Background: an optimization exercise with open tools, aiming at small area, a short achievable clock period and few clock cycles per item. Do not read the settings as production practice. Only simulation tests tie the RTL to the original design; equivalence was not proved.

==> design.v <==
module cmac_dp (
    input  wire        clk,
    input  wire        rst,             
    input  wire        in_valid,
    output wire        in_ready,
    input  wire [3:0]  in_op,
    input  wire        in_sub,
    input  wire [5:0]  in_sh,
    input  wire [15:0] in_a_re,
    input  wire [15:0] in_a_im,
    input  wire [15:0] in_b_re,
    input  wire [15:0] in_b_im,
    output reg         out_valid,
    input  wire        out_ready,
    output wire [15:0] out_re,
    output wire [15:0] out_im,
    output wire [39:0] out_acc_r,
    output wire [39:0] out_acc_i,
    output reg         out_nan_r,
    output reg         out_nan_i,
    output wire [7:0]  out_expr,
    output wire [5:0]  out_norm,
    output wire [7:0]  out_sat_count,
    output wire [7:0]  out_nan_count,
    output wire        out_dp_sat,
    output wire        out_dp_nan
);
    localparam [3:0] OP_CLR   = 4'd0,
                     OP_LOAD  = 4'd1,
                     OP_ADD   = 4'd2,
                     OP_MUL   = 4'd3,
                     OP_MAC   = 4'd4,
                     OP_MSU   = 4'd5,
                     OP_MULC  = 4'd6,
                     OP_MACC  = 4'd7,
                     OP_MSUC  = 4'd8,
                     OP_RMAC  = 4'd9,
                     OP_DMAC  = 4'd10,
                     OP_STORE = 4'd11,
                     OP_NORM  = 4'd12,
                     OP_SHL   = 4'd13,
                     OP_EXP   = 4'd14,
                     OP_READ  = 4'd15;
    localparam [39:0] MAX40 = 40'h7F_FFFF_FFFF;    
    localparam [39:0] MIN40 = 40'h80_0000_0001;    
    reg        rst_q;           
    reg        rdy_q;           
    reg        v0, vP, q1v;
    assign in_ready = rdy_q;
    wire xgo    = vP & ~q1v;                
    wire p_load = ~vP | ~q1v;               
    wire s0_load = ~v0 | p_load;            
    wire i_conj  = (in_op >= OP_MULC) && (in_op <= OP_MSUC);
    wire i_rdm   = (in_op == OP_RMAC) || (in_op == OP_DMAC);
    wire i_neg   = (in_op == OP_MSU) || (in_op == OP_MSUC) || (i_rdm && in_sub);
    wire i_ldadd = (in_op == OP_LOAD) || (in_op == OP_ADD);
    wire i_nar = (in_a_re == 16'h8000);
    wire i_nai = (in_a_im == 16'h8000);
    wire i_nbr = (in_b_re == 16'h8000);
    wire i_nbi = (in_b_im == 16'h8000);
    wire i_nan = i_ldadd ? i_nar :
                 (in_op == OP_RMAC) ? (i_nar | i_nbr) :
                 (i_nar | i_nai | i_nbr | i_nbi);
    function [23:0] benc;
        input [15:0] y;
        integer j;
        reg [16:0] y2;
        begin
            y2 = {y, 1'b0};
            for (j = 0; j < 8; j = j + 1) begin
                benc[j]      = y2[2*j+1] ^ y2[2*j];
                benc[8 + j]  = (y2[2*j+2] & ~y2[2*j+1] & ~y2[2*j]) |
                               (~y2[2*j+2] & y2[2*j+1] & y2[2*j]);
                benc[16 + j] = y2[2*j+2];
            end
        end
    endfunction
    wire [23:0] i_ebr = benc(in_b_re);
    wire [23:0] i_ebi = benc(in_b_im);
    reg [3:0]  op0;
    reg        sub0;
    reg [5:0]  sh0;
    reg [15:0] ar0, aiz0, xs0;
    reg [7:0]  br_one, br_two, br_sgn;             
    reg [7:0]  bi_one, bi_two, bi_sgr, bi_sgi;     
    reg        d_ldadd, d_clrb, d_nan;
    always @(posedge clk) begin
        if (s0_load) begin
            op0 <= in_op; sub0 <= in_sub; sh0 <= in_sh;
            ar0  <= in_a_re;
            aiz0 <= i_rdm ? 16'd0 : in_a_im;
            xs0  <= i_rdm ? in_a_im : in_a_re;
            br_one <= i_ebr[7:0];
            br_two <= i_ebr[15:8];
            br_sgn <= i_ebr[23:16] ^ {8{i_neg}};
            bi_one <= i_ebi[7:0];
            bi_two <= i_ebi[15:8];
            bi_sgr <= i_ebi[23:16] ^ {8{~i_conj ^ i_neg}};
            bi_sgi <= i_ebi[23:16] ^ {8{i_conj ^ i_neg}};
            d_ldadd <= i_ldadd;
            d_clrb  <= (in_op == OP_MUL) || (in_op == OP_MULC) || (in_op == OP_LOAD);
            d_nan   <= i_nan;
        end
    end
    function [32:0] bsum;
        input [15:0] x;
        input [7:0]  one, two, sgn;
        integer j;
        reg [16:0] sel, r;
        reg [32:0] acc, nb;
        begin
            acc = 33'd0;
            nb  = 33'd0;
            for (j = 0; j < 8; j = j + 1) begin
                sel = one[j] ? {x[15], x} : two[j] ? {x, 1'b0} : 17'd0;
                r   = sel ^ {17{sgn[j]}};
                acc = acc + ({16'd0, ~r[16], r[15:0]} << (2*j));
                nb[2*j] = sgn[j];
            end
            bsum = acc + nb;
        end
    endfunction
    wire signed [32:0] prod_r = bsum(ar0,  br_one, br_two, br_sgn) +
                                bsum(aiz0, bi_one, bi_two, bi_sgr) - 33'h0_AAAA_0000;
    wire signed [32:0] prod_i = bsum(aiz0, br_one, br_two, br_sgn) +
                                bsum(xs0,  bi_one, bi_two, bi_sgi) - 33'h0_AAAA_0000;
    wire signed [32:0] x_pre = sh0[4] ? {{1{ar0[15]}}, ar0, 16'd0} : {{17{ar0[15]}}, ar0};
    reg signed [32:0] pr, pi;
    reg        subP;
    reg [5:0]  shP;
    reg        nanP, clrbP;
    reg        x_arith_r, x_arith_i, x_mul, x_clr, x_shlP, x_store, x_normP, x_expP, x_statP;
    always @(posedge clk) begin
        if (p_load) begin
            pr    <= d_ldadd ? x_pre : prod_r;
            pi    <= prod_i;
            subP  <= sub0;
            shP   <= sh0;
            nanP  <= d_nan;
            clrbP <= d_clrb;
            x_arith_r <= (op0 >= OP_LOAD) && (op0 <= OP_DMAC);
            x_arith_i <= ((op0 >= OP_MUL) && (op0 <= OP_MSUC)) || (op0 == OP_DMAC);
            x_mul     <= (op0 == OP_MUL) || (op0 == OP_MULC);
            x_clr     <= (op0 == OP_CLR);
            x_shlP    <= (op0 == OP_SHL);
            x_store   <= (op0 == OP_STORE);
            x_normP   <= (op0 == OP_NORM);
            x_expP    <= (op0 == OP_EXP);
            x_statP   <= (op0 == OP_READ) && sub0;
        end
    end
    reg signed [39:0] acc_r, acc_i;
    reg               nan_r, nan_i;
    reg        [5:0]  expr;
    reg        [5:0]  last_norm;
    reg        [7:0]  sat_count, nan_count;
    reg               dp_sat, dp_nan;
    reg        [1:0]  pend_sat, pend_nan;    
    wire [48:0] add_r = $signed(pr) <<< shP[3:0];
    wire [48:0] add_i = $signed(pi) <<< shP[3:0];
    wire [48:0] base_r = clrbP ? 49'd0 : {{9{acc_r[39]}}, acc_r};
    wire [48:0] base_i = clrbP ? 49'd0 : {{9{acc_i[39]}}, acc_i};
    wire [48:0] sum_r = base_r + add_r;
    wire [48:0] sum_i = base_i + add_i;
    wire hi_r = ~sum_r[48] & (|sum_r[47:39]);
    wire lo_r =  sum_r[48] & (~(&sum_r[47:39]) | (sum_r[38:0] == 39'd0));
    wire hi_i = ~sum_i[48] & (|sum_i[47:39]);
    wire lo_i =  sum_i[48] & (~(&sum_i[47:39]) | (sum_i[38:0] == 39'd0));
    wire [39:0] new_r = hi_r ? MAX40 : lo_r ? MIN40 : sum_r[39:0];
    wire [39:0] new_i = hi_i ? MAX40 : lo_i ? MIN40 : sum_i[39:0];
    reg [4:0] q1_sh;
    reg [7:0] q1_satc, q1_nanc;
    reg       q1_dps, q1_dpn;
    wire       x_shl = ~q1v & x_shlP;
    wire [5:0] sh_amt = q1v ? {1'b0, q1_sh} : x_shl ? shP : {1'b0, shP[4:0]};
    function [39:0] rev40;
        input [39:0] v;
        integer j;
        for (j = 0; j < 40; j = j + 1) rev40[j] = v[39 - j];
    endfunction
    wire [39:0] sin_r = x_shl ? rev40(acc_r) : acc_r;
    wire [39:0] sin_i = x_shl ? rev40(acc_i) : acc_i;
    wire fill_r = ~x_shl & acc_r[39];
    wire fill_i = ~x_shl & acc_i[39];
    function [39:0] rsh40;
        input [39:0] v;
        input        f;
        input [5:0]  n;
        reg [39:0] t;
        begin
            t = v;
            if (n[0]) t = {{1{f}},  t[39:1]};
            if (n[1]) t = {{2{f}},  t[39:2]};
            if (n[2]) t = {{4{f}},  t[39:4]};
            if (n[3]) t = {{8{f}},  t[39:8]};
            if (n[4]) t = {{16{f}}, t[39:16]};
            if (n[5]) t = {{32{f}}, t[39:32]};
            rsh40 = t;
        end
    endfunction
    wire [39:0] sx_r = rsh40(sin_r, fill_r, sh_amt);
    wire [39:0] sx_i = rsh40(sin_i, fill_i, sh_amt);
    wire [39:0] st_sh_r = sx_r[39:0];
    wire [39:0] st_sh_i = sx_i[39:0];
    wire [39:0] shl_r = rev40(sx_r[39:0]);
    wire [39:0] shl_i = rev40(sx_i[39:0]);
    wire st_hi_r = ~st_sh_r[39] & (|st_sh_r[38:15]);
    wire st_lo_r =  st_sh_r[39] & (~(&st_sh_r[38:15]) | (st_sh_r[14:0] == 15'd0));
    wire st_hi_i = ~st_sh_i[39] & (|st_sh_i[38:15]);
    wire st_lo_i =  st_sh_i[39] & (~(&st_sh_i[38:15]) | (st_sh_i[14:0] == 15'd0));
    wire [15:0] st_r = nan_r ? 16'h8000 : st_hi_r ? 16'h7FFF : st_lo_r ? 16'h8001 : st_sh_r[15:0];
    wire [15:0] st_i = nan_i ? 16'h8000 : st_hi_i ? 16'h7FFF : st_lo_i ? 16'h8001 : st_sh_i[15:0];
    wire st_sat_r = ~nan_r & (st_hi_r | st_lo_r);
    wire st_sat_i = ~nan_i & (st_hi_i | st_lo_i);
    wire [38:0] mag_r = acc_r[38:0] ^ {39{acc_r[39]}};
    wire [38:0] mag_i = acc_i[38:0] ^ {39{acc_i[39]}};
    reg  [5:0]  nrs_r, nrs_i;
    integer k;
    always @(*) begin
        nrs_r = 6'd39;
        nrs_i = 6'd39;
        for (k = 0; k < 39; k = k + 1) begin
            if (mag_r[k]) nrs_r = 6'd38 - k[5:0];
            if (mag_i[k]) nrs_i = 6'd38 - k[5:0];
        end
    end
    wire [5:0] norm_r  = nan_r ? 6'd0 : nrs_r;
    wire [5:0] norm_i  = nan_i ? 6'd0 : nrs_i;
    wire [5:0] norm_cx = (norm_i < norm_r) ? norm_i : norm_r;
    wire [5:0] norm_v  = subP ? norm_cx : norm_r;
    wire [8:0] sat_sum = {1'b0, sat_count} + {7'd0, pend_sat};
    wire [8:0] nan_sum = {1'b0, nan_count} + {7'd0, pend_nan};
    wire [7:0] sat_true = sat_sum[8] ? 8'd255 : sat_sum[7:0];
    wire [7:0] nan_true = nan_sum[8] ? 8'd255 : nan_sum[7:0];
    wire dps_true = dp_sat | (|pend_sat);
    wire dpn_true = dp_nan | (|pend_nan);
    reg [1:0] sat_ev, nan_ev;
    always @(*) begin
        sat_ev = 2'd0;
        nan_ev = 2'd0;
        if (x_store) begin
            sat_ev = {1'b0, st_sat_r} + {1'b0, st_sat_i};
            nan_ev = {1'b0, nan_r} + {1'b0, nan_i};
        end else if (!nanP) begin
            if (x_arith_r && !x_arith_i)
                sat_ev = {1'b0, hi_r | lo_r};
            else if (x_arith_i)
                sat_ev = {1'b0, hi_r | lo_r} + {1'b0, hi_i | lo_i};
        end
    end
    wire x_stat = xgo && x_statP;
    wire x_norm = xgo && x_normP;
    wire x_exp  = xgo && x_expP;
    wire [5:0] last_norm_nx = x_norm ? norm_v : last_norm;
    wire [5:0] expr_nx = !x_exp ? expr :
                         subP ? 6'd39 :
                         (last_norm < expr) ? last_norm : expr;
    always @(posedge clk) begin
        if (rst_q) begin
            acc_r     <= 40'sd0;
            acc_i     <= 40'sd0;
            nan_r     <= 1'b0;
            nan_i     <= 1'b0;
            expr      <= 6'd39;
            last_norm <= 6'd39;
            sat_count <= 8'd0;
            nan_count <= 8'd0;
            dp_sat    <= 1'b0;
            dp_nan    <= 1'b0;
            pend_sat  <= 2'd0;
            pend_nan  <= 2'd0;
        end else begin
            last_norm <= last_norm_nx;
            expr      <= expr_nx;
            pend_sat  <= xgo ? sat_ev : 2'd0;
            pend_nan  <= xgo ? nan_ev : 2'd0;
            if (x_stat) begin
                sat_count <= 8'd0;
                nan_count <= 8'd0;
                dp_sat    <= 1'b0;
                dp_nan    <= 1'b0;
            end else begin
                sat_count <= sat_true;
                nan_count <= nan_true;
                dp_sat    <= dps_true;
                dp_nan    <= dpn_true;
            end
            if (xgo) begin
                if (x_clr) begin
                    acc_r <= 40'sd0;
                    acc_i <= 40'sd0;
                    nan_r <= 1'b0;
                    nan_i <= 1'b0;
                end
                if (x_shlP) begin
                    acc_r <= shl_r;
                    acc_i <= shl_i;
                end
                if (x_arith_r) begin
                    if (nanP) nan_r <= 1'b1;
                    else begin
                        acc_r <= new_r;
                        if (x_mul) nan_r <= 1'b0;
                    end
                end
                if (x_arith_i) begin
                    if (nanP) nan_i <= 1'b1;
                    else begin
                        acc_i <= new_i;
                        if (x_mul) nan_i <= 1'b0;
                    end
                end
            end
        end
    end
    reg [39:0] hd_r, hd_i;
    reg [5:0]  out_expr6;
    assign out_acc_r     = hd_r;
    assign out_acc_i     = hd_i;
    assign out_re        = hd_r[15:0];
    assign out_im        = hd_i[15:0];
    assign out_norm      = hd_r[21:16];
    assign out_sat_count = hd_r[29:22];
    assign out_nan_count = hd_r[37:30];
    assign out_dp_sat    = hd_r[38];
    assign out_dp_nan    = hd_r[39];
    assign out_expr      = {2'b00, out_expr6};
    reg  q1_store, q1_norm, q1_stat;
    wire k_store = q1v ? q1_store : x_store;
    wire k_norm  = q1v ? q1_norm  : x_normP;
    wire k_stat  = q1v ? q1_stat  : x_statP;
    wire [17:0] stat_v = q1v ? {q1_dpn, q1_dps, q1_nanc, q1_satc}
                             : {dpn_true, dps_true, nan_true, sat_true};
    wire head_ld = (xgo & (~out_valid | out_ready)) | (q1v & out_ready);
    wire q1_push = xgo & out_valid & ~out_ready;
    always @(posedge clk) begin
        if (head_ld) begin
            hd_r[15:0]  <= k_store ? st_r : acc_r[15:0];
            hd_r[21:16] <= k_norm  ? last_norm_nx : acc_r[21:16];
            hd_r[39:22] <= k_stat  ? stat_v : acc_r[39:22];
            hd_i[15:0]  <= k_store ? st_i : acc_i[15:0];
            hd_i[39:16] <= acc_i[39:16];
            out_nan_r   <= nan_r;
            out_nan_i   <= nan_i;
            out_expr6   <= expr_nx;
        end
        if (q1_push) begin
            q1_sh    <= shP[4:0];
            q1_satc  <= sat_true;
            q1_nanc  <= nan_true;
            q1_dps   <= dps_true;
            q1_dpn   <= dpn_true;
            q1_store <= x_store;
            q1_norm  <= x_normP;
            q1_stat  <= x_statP;
        end
    end
    wire v0_nx  = s0_load ? in_valid : v0;
    wire vP_nx  = p_load ? v0 : vP;
    wire q1v_nx = q1_push | (q1v & ~out_ready);
    wire ov_nx  = xgo | q1v | (out_valid & ~out_ready);
    always @(posedge clk) begin
        rst_q <= rst;
        if (rst) begin
            v0        <= 1'b0;
            vP        <= 1'b0;
            q1v       <= 1'b0;
            out_valid <= 1'b0;
            rdy_q     <= 1'b1;
        end else begin
            v0        <= v0_nx;
            vP        <= vP_nx;
            q1v       <= q1v_nx;
            out_valid <= ov_nx;
            rdy_q     <= ~v0_nx | ~vP_nx | ~q1v_nx;
        end
    end
endmodule
==> flow/run.sh <==
#!/bin/bash
# Standard ORFS layout (the standard.sh, standard synthesis unchanged), with the
# resizer's timing repair asked to keep a larger setup margin so that it shortens the
# critical paths; the SDC (25 ns clock, I/O delays, loads) is the standard flow's, unchanged.
set -euo pipefail
bash standard.sh SETUP_SLACK_MARGIN=19 finish > standard.log 2>&1
==> standard.sh <==
#!/bin/bash
# synth_recipe.tcl (not shown) runs the flow's synth.tcl, then flattens the netlist and writes it again
# the make line also repeats each setting of config.mk as NAME=value (left out here)
make -C /OpenROAD-flow-scripts/flow DESIGN_CONFIG=/design/flow/config.mk WORK_HOME=/design/flow/orfs CLKGATE_MAP_FILE= SYNTH_SCRIPT=/design/flow/synth_recipe.tcl "${@:-finish}"
==> config.mk <==
export PLATFORM = sky130hd
export DESIGN_NAME = cmac_dp
export DESIGN_NICKNAME = cmac_dp
export VERILOG_FILES = /design/flow/design.v
export SDC_FILE = /design/flow/constraint.sdc
export NUM_CORES = 4
export LEC_CHECK = 0
export CAP_MARGIN = 20
export CORE_MARGIN = 2
export CORE_UTILIZATION = 45
export SLEW_MARGIN = 20
==> constraint.sdc <==
create_clock -name core_clock -period 25.0 [get_ports {clk}]
set_input_delay 5.0000 -clock core_clock [delete_from_list [all_inputs] [get_ports {clk}]]
set_output_delay 5.0000 -clock core_clock [all_outputs]
set_load 0.01 [all_outputs]
==> results.yml, run 1 <==
run_status:
  status: "no timing/DRC/antenna violations"
setup_path:
  setup.worst_path.end_class: "flop"
  cp_max_fo: 6
  start_kind: "flop"
  required_ps: 25400
  rr_endpoint: "pr[32]"
  path_cells: "buf_12, nor2b_4, buf_6, buf_12, a22oi_1, xor2_1, fa_1, fa_2, fa_2, fa_2, fa_1, inv_1, fa_1, ha_4, and3_1, nand3_1, o211ai_1, a31oi_2, a211o_1, o2111ai_1, a21oi_1, xnor2_1, o21ai_1"
  max_stage_delay_ps: 590
  crit_family: "adder cells"
  criticalPathCategory: "reg2reg"
  r2r_cells: 23
  arrival_ps: 7540
  rrSetupSlack_ps: 17860
  cp_slowest_cell: "fa_2"
  worst-path-buf-inv: 4
  r2r_start: "br_one[3]"
layout:
  layout-drive-gt1-share: 0.190
  fin_nets: 8215
  area_growth_pct: 18.5
placed_design:
  place_ws_ps: 16990
  place_hpwl_um: 161000
  portBuffers: 224
  globalplace.congestion: 1.00
timing:
  layout_min_cycle_time_ps: 7140
  fin_ws_ps: 17860
  final-hold-violation-count: 0
  slew_headroom: 0.213
  skew_ps: 75.8
  rsz0062_at_grt: "yes"
  setup_viol: 0
  fin_tns_setup_ps: 0
  whs_ps: 417
  min_period_over_period: 0.286
  maxSlewViolCount: 0
  worst_slew_pin_slew_ps: 1180
  fmax_mhz: 140
grt:
  grt.total_usage: 0.335
  grt_overflow: 0
  grt_pass1_wl_um: 362000
  grt_max_degree: 82
  antenna_found_initial: 6
  first_global_vias: 56400
clock_network:
  cts_hold_buffers: 0
  clock_latency_ps: 740
  tritoncts: "built"
  cts_buffers: 58
  path_clk_slew_ps: 60
  root_buffer: "clkbuf_16"
  cts_buffer_depth: 3
  cts_num_sinks: 438
  cts_max_level: 2
yosys:
  syn_area_sq_um: 62300
  synth_seq_cells: 438
  synth.area.top_cells: "edfxtp_1 15%, fa_1 14%, ha_1 6.7%"
  ys.flop_type: "edfxtp_1"
  synth_cells: 7228
  synth_most_common_cell: "nand2_1"
  synth_top_cell_by_area: "edfxtp_1"
  synth_edf_count: 316
  synth_warnings: 1
  synth-async-reset-ratio: 0
  ys_seq_area_frac: 0.191
  avgSynthCellArea_sq_um: 8.63
  synthDistinctLibCells: 91
  yosysTopAreaCellShare: 0.152
  ys_top_cells_by_count: "794 x nand2_1, 527 x clkbuf_1, 454 x inv_1, 453 x o21ai_0, 450 x fa_1"
route:
  via_count: 58500
  wire_per_inst_um: 26.9
  drc: 0
  final_antenna_net_count: 0
  first_pass_iters: 8
  drt_iter0_drc: 6864
  drt_wl_total_um: 248000
  viasPerCell: 6.36
floorplan:
  core_area_sq_um: 137000
  die_h_um: 376
  die_x_um: 376
  ios: 227
  die_area_sq_um: 142000
  start_util: 0.453
  fp-row-count: 136
flow_run:
  maxCapViolations: 0
worst_hold_path:
  hold_end: "shP[3]"
  whs_path_depth: 0
  hp-start: "sh0[3]"
  min_path_type: "reg2reg"
repair_timing:
item | 4_1_cts | 5_1_grt
pin swaps | 180 | 155
resized for setup | 1107 | 241
endpoints found under the hold margin | 0 | 0
endpoints found under the setup margin | 435 | 327
gates cloned | 39 | 10
setup buffers | 249 | 67
layout by cell type (no fill, tap or decap), drive strengths merged, types with 133 or more instances in the layout:
| master | Yosys | layout |
|---|---|---|
| nand2 | 794 | 794 |
| buf | 171 | 665 |
| inv | 461 | 470 |
| o21ai | 457 | 457 |
| fa | 450 | 450 |
| nor2 | 447 | 450 |
| xnor2 | 423 | 423 |
| a22oi | 381 | 381 |
| a21oi | 355 | 355 |
| ha | 335 | 335 |
| edfxtp | 316 | 316 |
| xor2 | 279 | 279 |
| mux2i | 278 | 278 |
| nor2b | 132 | 133 |
layer usage:
layer / track usage / wire length (um)
met2: 0.528 / 111000
met3: 0.0581 / 22700
met4: 0.230 / 20600
met5: 0 / 23
met1: 0.419 / 93300
cell type report:
| type | instances | area, sq um |
|---|---|---|
| Fill cell | 12600 | 63600 |
| Multi-Input combinational cell | 5635 | 48300 |
| Sequential cell | 438 | 11900 |
| Timing Repair Buffer | 754 | 7510 |
| Tap cell | 1794 | 2240 |
| Inverter | 464 | 1760 |
| Clock buffer | 65 | 1520 |
| Clock inverter | 44 | 612 |
| Antenna cell | 3 | 7.51 |
through the flow:
stage	area, sq um	instances	util
after floorplan	63000	7229	-
after global placement	65800	8716	0.478
after detailed placement	65800	8719	0.479
after CTS	72300	9116	0.526
after global routing	73900	9194	0.537
final	73900	9197	0.538
state kept, by name (all words and copies together) (netlist names), 16 cells and up:
name and count:
acc_i 40, acc_r 40, hd_i 40, hd_r 40
pi 33, pr 33, aiz0 16, ar0 16
xs0 16
cells by family (layout without fill, tap and decap cells):
group | count (synthesis) | after routing | share of synthesized area
simple gates | 1952 | 1956 | 0.144
compound gates | 1743 | 1745 | 0.183
buf+inv | 1162 | 1327 | 0.0747
fa+ha+maj | 786 | 786 | 0.212
xor+xnor | 702 | 702 | 0.0986
mux | 444 | 444 | 0.0956
flops | 438 | 438 | 0.191
other cells | 1 | 5 | 0.0000601
worst max-delay path by stage:
stage / startpoint / endpoint / slack, ps / cells past startpoint
floorplan: out_ready / hd_i[0] / 18250 / 2
global route: bi_two[2] / pi[28] / 17690 / 29
global placement: in_b_re[3] / d_nan / 16870 / 8
CTS: bi_two[2] / pi[29] / 17990 / 29
finish: br_one[3] / pr[32] / 17860 / 23
detailed placement: in_b_re[3] / d_nan / 16990 / 8
worst reg2reg max path: cells and delay by family, from the launching register on:
kind	cells	cell delay, ps
fa+ha+maj	7	3400
compound gates	7	1420
simple gates	3	520
xor+xnor	2	510
buf+inv	4	500
flops	1	430
Testbench counts, summed over its fixed seeds: cycles 32,048, ops 32,000.
==> inputs of run 2 (changes only) <==
==> flow/run.sh (replaced) <==
#!/bin/bash
# Standard ORFS layout (the standard.sh, standard synthesis unchanged), with the
# resizer's timing repair asked to keep a larger setup margin so that it shortens the
# critical paths; the SDC (25 ns clock, I/O delays, loads) is the standard flow's, unchanged.
set -euo pipefail
bash standard.sh SETUP_SLACK_MARGIN=18 finish > standard.log 2>&1
==> results.yml, run 2 <==
layout:
  multi_input_area_sq_um: 46700
  seq_area_sq_um: 11900
  area_growth_pct: 13.8
  stdcell_count: 9034
  final_common_cell: "nand2_1"
  fin_nets: 8057
  final_cell_mix: "793 x nand2_1, 452 x inv_1, 442 x o21ai_0"
  nFillCells: 12800
  layout-drive-gt1-share: 0.116
placed_design:
  portBuffers: 224
  place_ws_ps: 16510
  globalplace.congestion: 0.969
  place_hpwl_um: 163000
  dp_cells: 8718
setup_path:
  r2r_start: "bi_one[3]"
  criticalPathCategory: "reg2reg"
  rr_endpoint: "pr[32]"
  critPathLaunch: "bi_one[3]"
  setup.worst_path.end_class: "flop"
  rrSetupSlack_ps: 17950
  start_kind: "flop"
  setup.worst_path.end: "pr[32]"
  arrival_ps: 7450
  r2r_cells: 25
  required_ps: 25400
  cp_max_fo: 6
yosys:
  synthDistinctLibCells: 91
  synth.area.top_cells: "edfxtp_1 15%, fa_1 14%, ha_1 6.7%"
  ys_seq_area_frac: 0.191
  synth_top_cell_by_area: "edfxtp_1"
  synth_cells: 7228
  syn_area_sq_um: 62300
  synth-async-reset-ratio: 0
  ys_top_cells_by_count: "794 x nand2_1, 527 x clkbuf_1, 454 x inv_1, 453 x o21ai_0, 450 x fa_1"
  yosysTopAreaCellShare: 0.152
  synth_most_common_cell: "nand2_1"
  synth_seq_cells: 438
  synth_warnings: 1
  ys.flop_type: "edfxtp_1"
  avgSynthCellArea_sq_um: 8.63
  synth_edf_count: 316
route:
  drt_iter0_drc: 6504
  viasPerCell: 6.31
  via_count: 57000
  final_antenna_net_count: 0
  drt_wl_total_um: 236000
  drc: 0
  wire_per_inst_um: 26.1
  first_pass_iters: 7
clock_network:
  clock_latency_ps: 710
  cts_max_level: 2
  path_clk_slew_ps: 60
  cts_buffer_depth: 3
  tritoncts: "built"
  cts_buffers: 56
  root_buffer: "clkbuf_16"
  cts_num_sinks: 438
  cts_hold_buffers: 0
timing:
  fmax_mhz: 142
  layout_min_cycle_time_ps: 7050
  maxSlewViolCount: 0
  skew_ps: 40.5
  worst_slew_pin_slew_ps: 1230
  fin_ws_ps: 17950
  final-hold-violation-count: 0
  fin_tns_setup_ps: 0
  min_period_over_period: 0.282
  slew_headroom: 0.171
  rsz0062_at_grt: "yes"
  setup_viol: 0
run_status:
  status: "no timing/DRC/antenna violations"
grt:
  grt_pass1_wl_um: 344000
  grt_max_degree: 84
  grt.total_usage: 0.317
  antenna_found_initial: 3
  first_global_vias: 54800
  grt_overflow: 0
flow_run:
  maxCapViolations: 0
worst_hold_path:
  hp-start: "d_clrb"
  min_path_type: "reg2reg"
floorplan:
  start_util: 0.453
  core_area_sq_um: 137000
  die_x_um: 376
  fp-row-count: 136
  ios: 227
  die_area_sq_um: 142000
  die_h_um: 376
==> run 2: worst max-delay path, cell delays in order (launching register included) <==
cell and delay (ps):
edfxtp_1 470, buf_12 180, nor2b_4 100, buf_6 150, buf_12 130, buf_6 150
a22oi_2 70, xor2_1 180, fa_2 600, fa_1 450, fa_1 520, fa_1 430
fa_1 490, inv_1 50, fa_1 510, ha_4 310, nand3_2 100, o22ai_4 230
o41ai_4 100, o211ai_1 360, a31oi_1 170, a211o_1 330, o2111ai_1 200, a21oi_1 100
xnor2_1 230, o21ai_1 110
==> run 2: cell type report <==
cell class,instances,share of cell area
Antenna cell,1,0.0000353
Clock buffer,60,0.0200
Clock inverter,44,0.00874
Inverter,464,0.0247
Multi-Input combinational cell,5630,0.658
Sequential cell,438,0.168
Tap cell,1794,0.0316
Timing Repair Buffer,603,0.0883
==> run 2: logic make-up (layout without fill, tap and decap cells) <==
family | count (synthesis) | count (layout) | synth area share
AO/OA/AOI/OAI | 1743 | 1743 | 0.183
XOR/XNOR | 702 | 702 | 0.0986
adder cells (fa/ha/maj) | 786 | 786 | 0.212
buffers and inverters | 1162 | 1171 | 0.0747
flip-flops | 438 | 438 | 0.191
multiplexers | 444 | 444 | 0.0956
other | 1 | 3 | 0.0000601
AND/OR/NAND/NOR | 1952 | 1953 | 0.144
==> run 2: worst min-delay path by stage <==
stage / endpoint / slack [ps] / cells after the start
6_report: clrbP / 430 / 0
5_1_grt: shP[2] / 440 / 0
4_1_cts: clrbP / 430 / 0
3_5_place_dp: shP[3] / 410 / 0
3_3_place_gp: shP[5] / 400 / 0
2_1_floorplan: clrbP / 400 / 0
==> run 2: stage by stage <==
step                       util  cell area [sq um]  hold WS, ps
after global routing      0.516              71000          438
after detailed placement  0.476              65400          412
after global placement    0.475              65400          401
after CTS                 0.501              68900          427
final                     0.516              71000          426
after floorplan               -              62400          400
==> run 2: what timing repair did <==
item | 4_1_cts | 5_1_grt
buffers inserted | 83 | 100
pin swaps | 38 | 105
endpoints found under the setup margin | 113 | 102
resized for setup | 126 | 154
hold endpoints to repair | 0 | 0
cloned | 11 | 17
==> run 2: per-layer routing <==
metal	routed length [um]	global-route usage
met1	91600	0.407
met2	105000	0.503
met3	20700	0.0481
met4	18400	0.195
met5	0	0
==> inputs of run 3 (changes only) <==
--- a/design.v
+++ b/design.v
@@ -112,7 +112,7 @@
             acc = 33'd0;
             nb  = 33'd0;
             for (j = 0; j < 8; j = j + 1) begin
-                sel = one[j] ? {x[15], x} : two[j] ? {x, 1'b0} : 17'd0;
+                sel = ({17{one[j]}} & {x[15], x}) | ({17{two[j]}} & {x, 1'b0});
                 r   = sel ^ {17{sgn[j]}};
                 acc = acc + ({16'd0, ~r[16], r[15:0]} << (2*j));
                 nb[2*j] = sgn[j];
==> results.yml, run 3 <==
yosys:
  synth-async-reset-ratio: 0
  ys_top_cells_by_count: "577 x nand2_1, 510 x clkbuf_1, 502 x a22oi_1, 464 x inv_1, 450 x fa_1"
  synth_most_common_cell: "nand2_1"
  ys_seq_area_frac: 0.192
  synth_cells: 7016
  ys.flop_type: "edfxtp_1"
  syn_area_sq_um: 62300
  synth_seq_cells: 438
  synth_warnings: 1
  synth_edf_count: 316
  synth.area.top_cells: "edfxtp_1 15%, fa_1 14%, ha_1 6.7%"
  avgSynthCellArea_sq_um: 8.87
  yosysTopAreaCellShare: 0.152
  synth_top_cell_by_area: "edfxtp_1"
  synthDistinctLibCells: 97
layout:
  layout-drive-gt1-share: 0.104
  final_util: 0.505
  stdcell_count: 8708
  area_growth_pct: 11.3
  final_cell_mix: "574 x nand2_1, 462 x inv_1, 461 x a22oi_1"
  final_common_cell: "nand2_1"
  fin_nets: 7730
setup_path:
  criticalPathCategory: "reg2reg"
  r2r_cells: 24
  crit_family: "adder cells"
  required_ps: 25420
  max_stage_delay_ps: 530
  path_cells: "buf_12, a22oi_2, xor2_1, fa_1, fa_1, fa_1, inv_1, fa_1, fa_1, ha_1, ha_4, a21o_1, a21oi_2, o21bai_1, a31o_2, a41o_1, o41a_1, a41oi_2, a2111o_1, a31oi_2, a41oi_2, nand2b_1, xnor2_1, mux2i_1"
  worst-path-buf-inv: 2
  cp_slowest_cell: "fa_1"
  setup.worst_path.end_class: "flop"
  cp_max_fo: 34
  start_kind: "flop"
  cpMostUsedCell: "fa_1"
  path_depth: 24
  arrival_ps: 7290
placed_design:
  place_ws_ps: 17210
  place_hpwl_um: 159000
  globalplace.congestion: 0.988
  dp_cells: 8502
  portBuffers: 224
timing:
  layout_min_cycle_time_ps: 6870
  min_period_over_period: 0.275
  setup_viol: 0
  skew_ps: 59.3
  fin_ws_ps: 18130
  worst_slew_pin_slew_ps: 1220
  slew_headroom: 0.183
  final-hold-violation-count: 0
  maxSlewViolCount: 0
  fin_tns_setup_ps: 0
  fmax_mhz: 146
  rsz0062_at_grt: "yes"
clock_network:
  tritoncts: "built"
  root_buffer: "clkbuf_16"
  path_clk_slew_ps: 60
  clock_latency_ps: 710
  cts_num_sinks: 438
  cts_buffer_depth: 3
  cts_buffers: 55
  cts_max_level: 2
floorplan:
  die_h_um: 376
  ios: 227
  die_x_um: 376
  start_util: 0.453
  fp-row-count: 136
  core_area_sq_um: 137000
  die_area_sq_um: 141000
route:
  wire_per_inst_um: 25.9
  viasPerCell: 6.37
  first_pass_iters: 6
  drc: 0
  final_antenna_net_count: 0
  drt_wl_total_um: 225000
  via_count: 55400
  drt_iter0_drc: 6508
grt:
  grt_pass1_wl_um: 336000
  first_global_vias: 53700
  grt_max_degree: 82
  grt.total_usage: 0.308
  grt_overflow: 0
  antenna_found_initial: 4
worst_hold_path:
  whs_path_depth: 0
  min_path_type: "reg2reg"
run_status:
  status: "no timing/DRC/antenna violations"
flow_run:
  maxCapViolations: 0
-- run 3: final timing paths --
| kind | from | endpoint | slack [ps] |
|---|---|---|---|
| max reg2reg | br_one[3] | pr[29] | 18130 |
| max | br_one[3] | pr[29] | 18130 |
| min | sh0[5] | shP[5] | 420 |
| min reg2reg | sh0[5] | shP[5] | 420 |
-- run 3: timing repair --
item | 4_1_cts | 5_1_grt
gates cloned | 1 | 7
hold buffers | 0 | 0
pin swaps | 3 | 60
setup endpoints to repair | 83 | 111
hold endpoints to repair | 0 | 0
setup buffers | 54 | 39
gates resized for setup | 67 | 228
-- run 3: worst register-to-register path, stage by stage (launching register included) --
cell and delay [ps]:
edfxtp_1 410, buf_12 190, a22oi_2 290, xor2_1 200, fa_1 470, fa_1 530, fa_1 500, inv_1 50
fa_1 490, fa_1 430, ha_1 330, ha_4 230, a21o_1 160, a21oi_2 150, o21bai_1 110, a31o_2 260
a41o_1 260, o41a_1 430, a41oi_2 240, a2111o_1 210, a31oi_2 120, a41oi_2 190, nand2b_1 90, xnor2_1 180
mux2i_1 90
-- run 3: kinds of logic (layout without fill, tap and decap cells) --
group | after synthesis | count (layout) | synth area share
mux | 445 | 445 | 0.0944
compound gates | 1843 | 1844 | 0.200
simple gates | 1628 | 1628 | 0.125
xor+xnor | 700 | 700 | 0.0985
buf+inv | 1175 | 1069 | 0.0781
flops | 438 | 438 | 0.192
other cells | 1 | 4 | 0.0000602
fa+ha+maj | 786 | 786 | 0.212
-- run 3: layer usage --
| layer | global-route usage | wire [um] | vias to the layer above |
|---|---|---|---|
| met5 | 0 | 14 | - |
| met4 | 0.157 | 14200 | 2 |
| met3 | 0.0554 | 21400 | 642 |
| met2 | 0.480 | 99400 | 2997 |
| met1 | 0.409 | 90300 | 27100 |
| li1 | - | - | 24700 |
-- run 3: layout make-up --
type	instances	area, sq um
Fill cell	12900	68000
Multi-Input combinational cell	5405	46400
Sequential cell	438	11900
Timing Repair Buffer	492	4990
Tap cell	1794	2240
Inverter	474	1800
Clock buffer	61	1420
Clock inverter	42	524
Antenna cell	2	5.00
-- run 3: stage by stage --
step / hold WS [ps] / instance area, sq um
global route: 427 / 69300
detailed placement: 405 / 65100
floorplan: 400 / 62300
global placement: 402 / 65100
CTS: 418 / 67800
finish: 418 / 69300
Testbench counts of run 3, summed over its fixed seeds: cycles 32,048, ops 32,000.
==> inputs of run 4 (changes only) <==
==> flow/run.sh (replaced) <==
#!/bin/bash
# Standard ORFS layout (the standard.sh, standard synthesis unchanged), with the
# resizer's timing repair asked to keep a larger setup margin so that it shortens the
# critical paths; the SDC (25 ns clock, I/O delays, loads) is the standard flow's, unchanged.
set -euo pipefail
bash standard.sh SETUP_SLACK_MARGIN=18.5 finish > standard.log 2>&1
==> results.yml, run 4 <==
yosys:
  ys.flop_type: "edfxtp_1"
  synthDistinctLibCells: 97
  ys_seq_area_frac: 0.192
  synth_top_family_by_area: "adder cells"
  avgSynthCellArea_sq_um: 8.87
  synth_xor_area_frac: 0.0985
  ys_top_cells_by_count: "577 x nand2_1, 510 x clkbuf_1, 502 x a22oi_1, 464 x inv_1, 450 x fa_1"
  synth_edf_count: 316
  synth.area.top_cells: "edfxtp_1 15%, fa_1 14%, ha_1 6.7%"
  synthSimpleGateAreaFrac: 0.125
  synth-async-reset-ratio: 0
  yosysTopAreaCellShare: 0.152
  synth_cells: 7016
  muxShareOfSynthArea: 0.0944
  synth_top_cell_by_area: "edfxtp_1"
  synth_warnings: 1
  synth-compound-area-share: 0.200
  synth_most_common_cell: "nand2_1"
  synth_seq_cells: 438
  synth_fa_ha_area_frac: 0.212
  syn_area_sq_um: 62300
timing:
  min_period_over_period: 0.275
  skew_ps: 59.4
  rsz0062_at_grt: "yes"
  setup_viol: 0
  maxSlewViolCount: 0
  fin_ws_ps: 18140
  fin_tns_setup_ps: 0
  final-hold-violation-count: 0
  whs_ps: 416
  worst_slew_pin_slew_ps: 1150
  layout_min_cycle_time_ps: 6860
  fmax_mhz: 146
  slew_headroom: 0.234
setup_path:
  rrSetupSlack_ps: 18140
  start_kind: "flop"
  r2r_cells: 25
  cp_max_fo: 16
  setup.worst_path.end_class: "flop"
  rr_endpoint: "pr[31]"
  required_ps: 25450
  arrival_ps: 7320
  criticalPathCategory: "reg2reg"
  r2r_start: "br_two[1]"
layout:
  final_util: 0.509
  fin_nets: 7773
  layout-drive-gt1-share: 0.115
  area_growth_pct: 12.2
  final_common_cell: "nand2_1"
  final_cell_mix: "575 x nand2_1, 465 x a22oi_1, 460 x inv_1"
floorplan:
  core_area_sq_um: 137000
  ios: 227
  die_area_sq_um: 141000
  fp-row-count: 136
  start_util: 0.453
  die_x_um: 376
  die_h_um: 376
placed_design:
  place_ws_ps: 17440
  portBuffers: 224
  globalplace.congestion: 1.02
  place_hpwl_um: 158000
worst_hold_path:
  hold_end: "shP[2]"
  min_path_type: "reg2reg"
  whs_path_depth: 0
  hp-start: "sh0[2]"
flow_run:
  maxCapViolations: 0
route:
  final_antenna_net_count: 0
  viasPerCell: 6.38
  wire_per_inst_um: 26.1
  drc: 0
  drt_wl_total_um: 229000
  first_pass_iters: 7
  via_count: 55900
  drt_iter0_drc: 6147
clock_network:
  tritoncts: "built"
  cts_num_sinks: 438
  path_clk_slew_ps: 70
  cts_buffers: 54
  cts_max_level: 2
  cts_buffer_depth: 3
  root_buffer: "clkbuf_16"
  clock_latency_ps: 700
grt:
  grt_overflow: 0
  first_global_vias: 55000
  grt_pass1_wl_um: 343000
  grt.total_usage: 0.314
  grt_max_degree: 127
  antenna_found_initial: 7
run_status:
  status: "no timing/DRC/antenna violations"
## run 4: cell count changes in the layout (fill, tap and decap cells not counted), moves of 5 or more
| cell | change |
|---|---|
| a21oi_1 | -11 |
| a21oi_2 | +11 |
| buf_12 | +11 |
| buf_4 | +27 |
| clkbuf_1 | +7 |
| clkbuf_16 | -5 |
| clkdlybuf4s50_1 | -146 |
| dlygate4sd2_1 | +146 |
| ha_1 | -10 |
| ha_4 | +8 |
## run 4: per-stage QoR
step / instances / instance area (sq um)
after global routing: 8749 / 69900
after floorplan: 7017 / 62500
final: 8751 / 69900
after CTS: 8730 / 69300
after detailed placement: 8487 / 65100
after global placement: 8487 / 65100
## run 4: cells by family (layout without fill, tap and decap cells)
logic type               after synthesis  count (layout)
flip-flops                           438             438
adder cells (fa/ha/maj)              786             786
buffers and inverters               1175            1112
AND/OR/NAND/NOR                     1628            1628
AO/OA/AOI/OAI                       1843            1844
XOR/XNOR                             700             700
multiplexers                         445             445
other                                  1               4
## run 4: layout make-up
cell class / count / area [sq um]
timing repair buffer: 535 / 5380
tap: 1794 / 2240
timing repair inverter: 1 / 8.76
clock buffer: 66 / 1410
inverter: 474 / 1830
fill: 12800 / 67500
sequential: 438 / 11900
antenna: 2 / 5.00
multi-input combinational: 5405 / 46600
clock inverter: 36 / 438
## run 4: routing by layer
metal  global-route usage  share of wire  vias up
met2                0.492           0.44     3090
met3               0.0592          0.092      730
met5                    0        0.00018        -
met1                0.406           0.40    27200
met4                0.182          0.068        6
li1                     -              -    24800
## run 4: worst max-delay path by stage
stage	startpoint	endpoint	cells past startpoint
floorplan	out_ready	hd_i[0]	2
finish	br_two[1]	pr[31]	25
CTS	aiz0[1]	pr[29]	24
detailed placement	in_op[1]	bi_sgi[4]	6
global route	br_two[1]	pi[31]	25
global placement	in_op[1]	bi_sgi[4]	6
## run 4: repair_timing
item	4_1_cts	5_1_grt
gates resized for setup	369	86
hold buffers	0	0
buffers inserted	133	16
setup endpoints to repair	337	160
gates cloned	8	3
pin swaps	60	41
## run 4: worst max-delay path, stage by stage, from the launching register on
cell and delay, ps:
edfxtp_1 440, buf_4 200, buf_16 180, a22oi_2 170, xor2_1 250, fa_1 450
inv_1 90, fa_1 400, inv_1 90, fa_2 470, fa_2 490, fa_1 570
inv_1 60, fa_1 480, ha_4 320, nor2b_1 130, a41o_1 130, o41a_1 190
a41oi_2 170, a2111o_1 500, a31oi_4 190, a41oi_2 160, buf_4 160, a21oi_2 120
xnor2_1 120, a21oi_1 80

## afterwards: timing with drivers on the ports
How much do the figures lean on ideal ports? The routed layouts below were timed once more, with nothing changed but the port constraints. Step 1, drivers: a clkbuf_16 drives clk and a buf_2 each remaining input, both assumed. Step 2, shift: input delay + t, output delay - t, t = (earliest + latest rising clock arrival at the registers) / 2. This alone moves slack from input paths to output paths. Slacks: no drivers / after step 1 / after step 2; pairs: no drivers / after step 1.
| run | t, ns | setup slack, ns | worst setup path after step 2 | clock arrival spread, ns | pins driven straight from the clock port |
|---|---|---|---|---|---|
| run 1 | 0.775 | 17.858 / 17.858 / 17.858 | register to register | 0.076 / 0.076 | 1 |
| run 2 | 0.766 | 17.949 / 17.949 / 17.607 | input to register | 0.047 / 0.047 | 1 |
| run 3 | 0.750 | 18.134 / 18.134 / 17.441 | input to register | 0.061 / 0.061 | 1 |
| run 4 | 0.742 | 18.135 / 18.135 / 17.902 | input to register | 0.061 / 0.061 | 1 |
After both steps setup and hold are still met in every run listed. For run 3, which loses most, drivers alone change the setup slack by 0.000 ns; drivers and shift together by -0.693 ns.
